Context: an optimization exercise on an open-source flow, tuned for small area, a short achievable clock period and few clock cycles per item. The choices shown serve that exercise and are no tape-out recipe.
In this exercise RTL edits were held to simulation tests only and were not proved equivalent to the original.

==> raven <==
## st4_temporal
module st4_temporal (
    input  wire        clk,
    input  wire        rst,
    input  wire        in_valid,
    output wire        in_ready,
    input  wire [19:0] in_c,         
    input  wire [23:0] in_hist,      
    input  wire [7:0]  in_tau,       
    input  wire        in_pad,       
    input  wire        in_restart,   
    input  wire        in_tnr,       
    input  wire        in_rtc,       
    input  wire        in_gap_k0,    
    input  wire [8:0]  in_amin,      
    input  wire [15:0] in_tlo,       
    input  wire [15:0] in_thi,       
    input  wire [11:0] in_kmax,      
    input  wire [17:0] in_rate,      
    output reg         out_valid,
    output reg  [19:0] out_z,        
    output reg  [23:0] out_hist,     
    output reg         out_sat,      
    output reg         out_clamp     
);
==> flow/config.mk <==
export PLATFORM = sky130hd
export DESIGN_NAME = st4_temporal
export DESIGN_NICKNAME = st4_temporal
export VERILOG_FILES = /design/flow/design.v
export SDC_FILE = /design/flow/constraint.sdc
export NUM_CORES = 4
export LEC_CHECK = 0
export ABC_AREA = 1
export CAP_MARGIN = 30
export CORE_MARGIN = 2
export CORE_UTILIZATION = 55
export CTS_CLUSTER_DIAMETER = 160
export CTS_CLUSTER_SIZE = 20
export SLEW_MARGIN = 55
==> flow/constraint.sdc <==
create_clock -name core_clock -period 38.0 [get_ports {clk}]
set_input_delay 7.6000 -clock core_clock [delete_from_list [all_inputs] [get_ports {clk}]]
set_output_delay 7.6000 -clock core_clock [all_outputs]
set_load 0.01 [all_outputs]
run.sh (not shown) runs the stock make flow with config.mk's settings and CLKGATE_MAP_FILE= SYNTH_SCRIPT=/design/flow/synth_recipe.tcl, a recipe that flattens the netlist after the stock synthesis.
==> maple (differences from raven) <==
- CTS_CLUSTER_DIAMETER: 160 -> unset
- CTS_CLUSTER_SIZE: 20 -> unset
- SLEW_MARGIN: 55 -> 45
==> zinc (differences from raven) <==
- CTS_CLUSTER_DIAMETER: 160 -> 200
- CTS_CLUSTER_SIZE: 20 -> 30
==> nickel (differences from raven) <==
- CTS_CLUSTER_DIAMETER: 160 -> 200
- CTS_CLUSTER_SIZE: 20 -> 25
==> impl_metrics.py <==
metrics = {
    "cells_and_area": {
        "nFillCells": 8253,
        "area_of_all_sequential_standard_cells_sq_um": 15200,
        "area.share.sequential_pct": 28.1,
        "design.final.nets": 6773,
        "stdcell_area_sq_um": 54300,
        "layout.non_clock_buffers": 201,
        "fin_util_pct": 59.3,
        "multi_input_area_sq_um": 30800,
        "final_cell_mix": "inv_1, dfxtp_1, nand2_1",
    },
    "clock_network": {
        "clkTransAtPathRegs_ps": 120,
    },
    "run_status": {
        "run_status": "complete, no violations",
    },
    "worst_setup_path": {
        "timing.critical_path.to": "out_hist[1]",
    },
    "placed_design": {
        "pre_cts_slack_ps": 28770,
    },
    "min_path": {
        "timing.hold.worst_endpoint": "r4_dh[4]",
    },
    "timing": {
        "worst_hold_slack_ps": 309,
    },
}
-- figures above: zinc

==> impl_metrics.py <==
metrics = {
    "cells_and_area": {
        "layout.non_clock_buffers": 201,
        "nFillCells": 8034,
        "final_cell_mix": "inv_1, dfxtp_1, nand2_1",
        "multi_input_area_sq_um": 30700,
        "stdcell_area_sq_um": 56400,
        "fin_util_pct": 61.7,
        "area.share.sequential_pct": 27.0,
        "design.final.nets": 6825,
    },
    "timing": {
        "unrepaired_setup_endpoints_after_global_routing": "no",
    },
    "placed_design": {
        "pre_cts_slack_ps": 28770,
    },
    "run_status": {
        "run_status": "complete, no violations",
    },
    "worst_setup_path": {
        "timing.critical_path.to": "out_hist[11]",
    },
    "min_path": {
        "timing.hold.worst_endpoint": "r2_kmax[10]",
    },
    "yosys": {
        "post_synth_most_frequent_cells": "inv_1, dfxtp_1, nand2_1",
    },
}
-- figures above: maple

==> impl_metrics.py <==
metrics = {
    "timing": {
        "worst_hold_slack_ps": 307,
    },
    "cells_and_area": {
        "design.final.nets": 6781,
        "nFillCells": 8229,
        "area_of_all_sequential_standard_cells_sq_um": 15200,
        "final_cell_mix": "inv_1, dfxtp_1, nand2_1",
        "stdcell_area_sq_um": 54500,
        "layout.non_clock_buffers": 202,
        "multi_input_area_sq_um": 30800,
        "fin_util_pct": 59.5,
        "area.share.sequential_pct": 28.0,
    },
    "worst_setup_path": {
        "timing.critical_path.to": "out_z[15]",
    },
    "run_status": {
        "run_status": "complete, no violations",
    },
    "clock_network": {
        "clkTransAtPathRegs_ps": 110,
    },
    "placed_design": {
        "pre_cts_slack_ps": 28770,
    },
}
-- figures above: nickel

==> impl_metrics.py <==
metrics = {
    "run_status": {
        "run_status": "complete, no violations",
    },
    "placed_design": {
        "pre_cts_slack_ps": 28770,
    },
    "min_path": {
        "timing.hold.worst_endpoint": "r4_dh[4]",
    },
    "timing": {
        "worst_hold_slack_ps": 304,
    },
    "cells_and_area": {
        "final_cell_mix": "inv_1, dfxtp_1, nand2_1",
        "layout.non_clock_buffers": 202,
        "area_of_all_sequential_standard_cells_sq_um": 15200,
        "multi_input_area_sq_um": 30800,
        "design.final.nets": 6789,
    },
    "worst_setup_path": {
        "timing.critical_path.to": "out_z[15]",
    },
}
-- figures above: raven

Testbench counts of raven, summed over its fixed seeds: cycles 32,064, items 32,000.
Testbench counts of maple, summed over its fixed seeds: cycles 32,064, items 32,000.
Testbench counts of zinc, summed over its fixed seeds: cycles 32,064, items 32,000.
Testbench counts of nickel, summed over its fixed seeds: cycles 32,064, items 32,000.

-- what the ideal ports hide --
No port has a modelled driver above. Below, the same layouts with a new extraction and two added sets of constraints.
Step 1 assumes that a clkbuf_16 drives the clock port and a buf_2 every other input.
Step 2 moves the port delays by t, midway between the first and last clock arrival at a register: inputs arrive t later, outputs are due t later. That takes back most of the time a late clock gives input paths.
Three values: ideal ports, drivers, drivers and shift; two values: the first two.
run	t, ns	setup slack, ns	worst hold slack (ns)	worst slew at a driven data input, ns
raven	0.663	28.940 / 28.873 / 28.769	0.304 / 0.304 / 0.304	0.07
maple	0.730	28.870 / 28.798 / 28.747	0.301 / 0.301 / 0.301	0.07
zinc	0.698	28.887 / 28.818 / 28.769	0.309 / 0.309 / 0.309	0.08
nickel	0.655	28.932 / 28.865 / 28.773	0.307 / 0.307 / 0.307	0.07
After both steps every run listed still meets setup and hold. The setup slack of raven, which loses most, moves by -0.067 ns with the drivers and by -0.171 ns with both steps.
